From an optimization exercise on the open Yosys and OpenROAD flow, aimed at small area; shortcuts taken in it are not production practice.
The RTL was checked by simulation tests, not by an equivalence proof against the original design.

===== flow/config.mk =====
export PLATFORM = sky130hd
export DESIGN_NAME = sinc4_decim
export DESIGN_NICKNAME = sinc4_decim
export VERILOG_FILES = /design/flow/design.v
export SDC_FILE = /design/flow/constraint.sdc
export NUM_CORES = 4
export LEC_CHECK = 0
export CAP_MARGIN = 20
export CORE_MARGIN = 2
export CORE_UTILIZATION = 40
export SLEW_MARGIN = 20

===== flow/constraint.sdc =====
create_clock -name core_clock -period 20.0 [get_ports {clk}]
set_input_delay 4.0000 -clock core_clock [delete_from_list [all_inputs] [get_ports {clk}]]
set_output_delay 4.0000 -clock core_clock [all_outputs]
set_load 0.01 [all_outputs]

===== flow/design.v =====
module sinc4_decim (
    input  wire        clk,
    input  wire        rst,         
    input  wire        in_valid,
    input  wire [8:0]  in_bits,
    output reg         out_valid,
    output reg  [3:0]  out_lane,
    output reg  [18:0] out_data
);
    localparam LANES = 9;
    localparam W     = 19;          
    reg [W-1:0] int1 [0:LANES-1];
    reg [W-1:0] int2 [0:LANES-1];
    reg [W-1:0] int3 [0:LANES-1];
    reg [W-1:0] int4 [0:LANES-1];
    reg [W-1:0] dly1 [0:LANES-1];
    reg [W-1:0] dly2 [0:LANES-1];
    reg [W-1:0] dly3 [0:LANES-1];
    reg [W-1:0] dly4 [0:LANES-1];
    reg [W-1:0] result [0:LANES-1];
    reg [4:0]   phase;              
    reg         sending;
    reg [3:0]   send_lane;
    wire        decimate = in_valid && (phase == 5'd24);
    reg [W-1:0] s1 [0:LANES-1];
    reg [W-1:0] s2 [0:LANES-1];
    reg [W-1:0] s3 [0:LANES-1];
    reg [W-1:0] s4 [0:LANES-1];
    reg [W-1:0] c1 [0:LANES-1];
    reg [W-1:0] c2 [0:LANES-1];
    reg [W-1:0] c3 [0:LANES-1];
    reg [W-1:0] c4 [0:LANES-1];
    integer k;
    always @(*) begin
        for (k = 0; k < LANES; k = k + 1) begin
            s1[k] = int1[k] + {{(W-1){1'b0}}, in_bits[k]};
            s2[k] = int2[k] + s1[k];
            s3[k] = int3[k] + s2[k];
            s4[k] = int4[k] + s3[k];
            c1[k] = s4[k] - dly1[k];
            c2[k] = c1[k] - dly2[k];
            c3[k] = c2[k] - dly3[k];
            c4[k] = c3[k] - dly4[k];
        end
    end
    always @(posedge clk) begin
        if (rst) begin
            phase     <= 5'd0;
            sending   <= 1'b0;
            send_lane <= 4'd0;
            out_valid <= 1'b0;
            out_lane  <= 4'd0;
            out_data  <= {W{1'b0}};
            for (k = 0; k < LANES; k = k + 1) begin
                int1[k] <= {W{1'b0}};
                int2[k] <= {W{1'b0}};
                int3[k] <= {W{1'b0}};
                int4[k] <= {W{1'b0}};
                dly1[k] <= {W{1'b0}};
                dly2[k] <= {W{1'b0}};
                dly3[k] <= {W{1'b0}};
                dly4[k] <= {W{1'b0}};
            end
        end else begin
            if (in_valid) begin
                for (k = 0; k < LANES; k = k + 1) begin
                    int1[k] <= s1[k];
                    int2[k] <= s2[k];
                    int3[k] <= s3[k];
                    int4[k] <= s4[k];
                end
                phase <= (phase == 5'd24) ? 5'd0 : phase + 5'd1;
            end
            if (decimate) begin
                for (k = 0; k < LANES; k = k + 1) begin
                    dly1[k]   <= s4[k];
                    dly2[k]   <= c1[k];
                    dly3[k]   <= c2[k];
                    dly4[k]   <= c3[k];
                    result[k] <= c4[k];
                end
                sending   <= 1'b1;
                send_lane <= 4'd0;
            end else if (sending) begin
                send_lane <= send_lane + 4'd1;
                if (send_lane == LANES - 1)
                    sending <= 1'b0;
            end
            out_valid <= sending && !decimate;
            out_lane  <= send_lane;
            out_data  <= result[send_lane];
        end
    end
endmodule

===== flow/run.sh =====
#!/bin/bash
# synth_recipe.tcl (not shown) runs the flow's synth.tcl, then flattens the netlist and writes it again
# the make line also repeats each setting of config.mk as NAME=value (left out here)
make -C /OpenROAD-flow-scripts/flow DESIGN_CONFIG=/design/flow/config.mk WORK_HOME=/design/flow/orfs CLKGATE_MAP_FILE= SYNTH_SCRIPT=/design/flow/synth_recipe.tcl finish

==> flow_summary.ini <==
[run_status]
status = complete, no violations

[clock_network]
clock_sinks = 1573
ctsResizeCount = 0
clock_path_buffers = 4
clockRootBuffer = clkbuf_16
clock_latency_ns = 0.87
post_cts_buffers = 0
cts_buffers = 192
path_clk_slew_ns = 0.06
cts_tree = built
cts.htree.levels = 4
hold_buffers = 0

[drt]
via_per_inst = 5.07
drtPass1Iterations = 5
wirelength_um = 244000
vias = 84434
drcViolationCount = 0
ant_nets = 0
routedWlPerCell_um = 14.6
drtIter0Drc = 4290

[critical_path]
r2r_slack_ns = 10.25
critical_path_required_ns = 20.60
rr_startpoint = int1[1][0]
r2r_cells = 43
cpPeakStageDelay_ns = 0.63
endpoint_kind = flop
cpMaxStageDelayCell = clkdlybuf4s50_1
rr_endpoint = result[1][18]
crit_type = input port to flop
cpMostUsedCell = ha_1
path_max_fanout = 7
cp-start-kind = input port
cp_data_arrival_time_ns = 13.85

[synthesis]
ys_top_cells_by_area = dfxtp_1, ha_1, xnor2_1, nand2_1, nor2_1
syn-cell-area_um2 = 108000
postSynthCellCount = 13089
synth.top_cell.area_share_pct = 26.1
yosys_warnings = 18
syn_avg_cell_area_um2 = 8.22
synthArstFlopShare_pct = 0
ys_ff_latch = 1573
synth.net_count = 14358
synth_top_cell_by_area = dfxtp_1
synth_cell_types = 105
synth_ff_type = dfxtp_1
synth_edf_count = 171
ys_seq_area_share_pct = 30.9

[global_routing]
gr-total-overflow = 0
antenna_found_initial = 9
grt_first_pass_wirelength_um = 406000
grt_pass1_vias = 80118
grt_max_degree = 185
grt_use_total_pct = 17.6

[worst_hold_path]
hold_start = dly2[6][14]
hold_path_class = flop to flop
holdPathEnd = dly2[6][14]
hold_depth = 2

[floorplan]
fp.dieH_um = 523
num_rows = 190
core_um2 = 268000
start_util_pct = 40.2
num_io_pins = 36
design.die.area_um2 = 273000
fp.dieW_um = 523

[placement]
io_buffers = 35
hpwl_um = 173000
gp_congestion = 0.823

[sta]
slew_headroom_pct = 27.8
setup_violations = 0
worst_pin_slew_ns = 1.08
max_freq_mhz = 75.5
finalCritPeriodShare_pct = 66.2
hold_ws_ns = 0.450
clock_skew_ns = 0.0685
final_hold_viol_count = 0
grt_setup_unrepaired = no
setup_tns_ns = 0
period_needed_ns = 13.25
final-max-slew-violation-count = 0

[finish]
layout-area-overhead-vs-synth_pct = 9.55
fillers = 26769
nets = 14227
final-seq-area_um2 = 33200
drive_above_1_share_pct = 3.75
multi_input_comb_area_um2 = 68900

[job]
cap_violations = 0
[kinds of logic after synthesis]
logic type	after synthesis	share of synthesized area [%]
and+or+nand+nor	4140	16.9
AOI/OAI and AO/OA	2914	17.1
buffers and inverters	1466	5.12
DFF	1573	30.9
adders and majority gates	1257	15.1
muxes	465	4.33
xor gates and xnor gates	1274	10.6
[cell usage in the layout, fill, tap and decap left out, types with 85 or more instances in the layout]
master	Yosys	final
mux2i_1	463	463
o21a_1	131	131
nand2_1	1531	1529
xnor2_1	774	774
inv_1	1047	1045
a22o_1	85	85
o21ai_0	512	512
a211oi_1	179	179
o21bai_1	106	106
edfxtp_1	171	171
nor2_1	1418	1416
nor3_1	222	222
a21oi_1	1059	1059
a31oi_1	86	86
or3_1	91	91
clkbuf_16	0	194
and3_1	167	167
ha_1	1194	1194
dfxtp_1	1402	1402
xor2_1	477	477
nand3_1	181	181
nor2b_1	168	168
a21o_1	231	231
[area by class of cell]
type	instances	share of cell area [%]
multi-input combinational	10050	58.5
sequential	1573	28.2
clock buffer	247	4.54
tap	3552	3.77
inverter	1048	3.35
clock inverter	93	0.980
timing repair buffer	93	0.728
antenna	3	0.00637
[sequential cells by signal (all words and copies together), names as in the netlist]
signal     cells
dly3         171
result       171
int2         171
out_valid      1
sending        1
dly2         171
out_lane       4
dly1         171
dly4         171
out_data      19
send_lane      4
int4         171
phase          5
int3         171
int1         171
[how the worst max path moves through the flow]
stage | start | depth (start not counted) | slack [ns] | end
global route | in_bits[8] | 41 | 6.02 | result[8][18]
floorplan | in_bits[1] | 43 | 7.60 | result[1][18]
detailed placement | in_bits[8] | 42 | 6.02 | result[8][18]
finish | in_bits[8] | 42 | 6.75 | result[8][18]
global placement | in_bits[8] | 43 | 6.03 | result[8][18]
CTS | in_bits[8] | 42 | 6.89 | result[8][18]
[cells in the mapped netlist (36+ instances only)]
library cell and n:
a21oi_1 1059, o21ai_1 37, or2_2 43, and3_1 167
clkbuf_1 359, a22o_1 85, o31ai_1 47, buf_1 55
nand3_1 181, a221oi_1 43, mux2i_1 463, o21bai_1 106
xnor2_1 774, xor2_1 477, a31oi_1 86, fa_1 63
nor3_1 222, o211ai_1 36, or3_1 91, a21o_1 231
dfxtp_1 1402, nand2_1 1531, edfxtp_1 171, nor2_1 1418
o21a_1 131, nand2b_1 80, inv_1 1047, and2_1 64
nor2b_1 168, o21ai_0 512, ha_1 1194, a211oi_1 179
nand4_1 62, a21boi_0 83
[layer usage]
| metal | global-route usage (%) | up-vias | routed length, µm |
|---|---|---|---|
| li1 | - | 44793 | - |
| met1 | 23.7 | 38347 | 121000 |
| met2 | 28.9 | 962 | 107000 |
| met3 | 2.51 | 332 | 9390 |
| met4 | 5.13 | 0 | 6510 |
| met5 | 0 | - | 0 |
[worst max-delay path: cells and delay by family]
family / cells / cell delay [ns]
XOR/XNOR: 5 / 1.00
adder cells (fa/ha/maj): 9 / 3.07
buffers and inverters: 1 / 0.63
AND/OR/NAND/NOR: 9 / 1.19
AO/OA/AOI/OAI: 18 / 3.92
[per-stage QoR]
step | instance area (µm²) | utilization (%) | cells | setup WS, ns
2_1_floorplan | 108000 | - | 13089 | 7.60
3_3_place_gp | 111000 | 41.6 | 16316 | 6.03
3_5_place_dp | 111000 | 41.6 | 16316 | 6.02
4_1_cts | 118000 | 44.0 | 16656 | 6.89
5_1_grt | 118000 | 44.0 | 16657 | 6.02
6_report | 118000 | 44.0 | 16659 | 6.75

[separate check: timing with driven ports]
No port has a modelled driver above. Below, the same layout with a new extraction and two added sets of constraints. Step 1: set_driving_cell puts a clkbuf_16 on clk and a buf_2 on each other input, an assumption about the parent block. Step 2 adds t to the input delays and takes it off the output delays; t is the mean of the earliest and latest rising clock arrival at the registers after step 1. Input paths then give back, and output paths get back, about the clock's delay inside the block. Slacks: ideal / step 1 / step 2; pairs: ideal / step 1.
t (ns): 0.939
setup WS [ns]: 6.753 / 6.821 / 5.883
worst hold slack (ns): 0.450 / 0.450 / 0.450
worst setup path at the end: input to register
pins driven straight from the clock port: 1
After both steps setup and hold are still met in this run. The setup slack of this run moves by +0.068 ns with the drivers and by -0.870 ns with both steps.
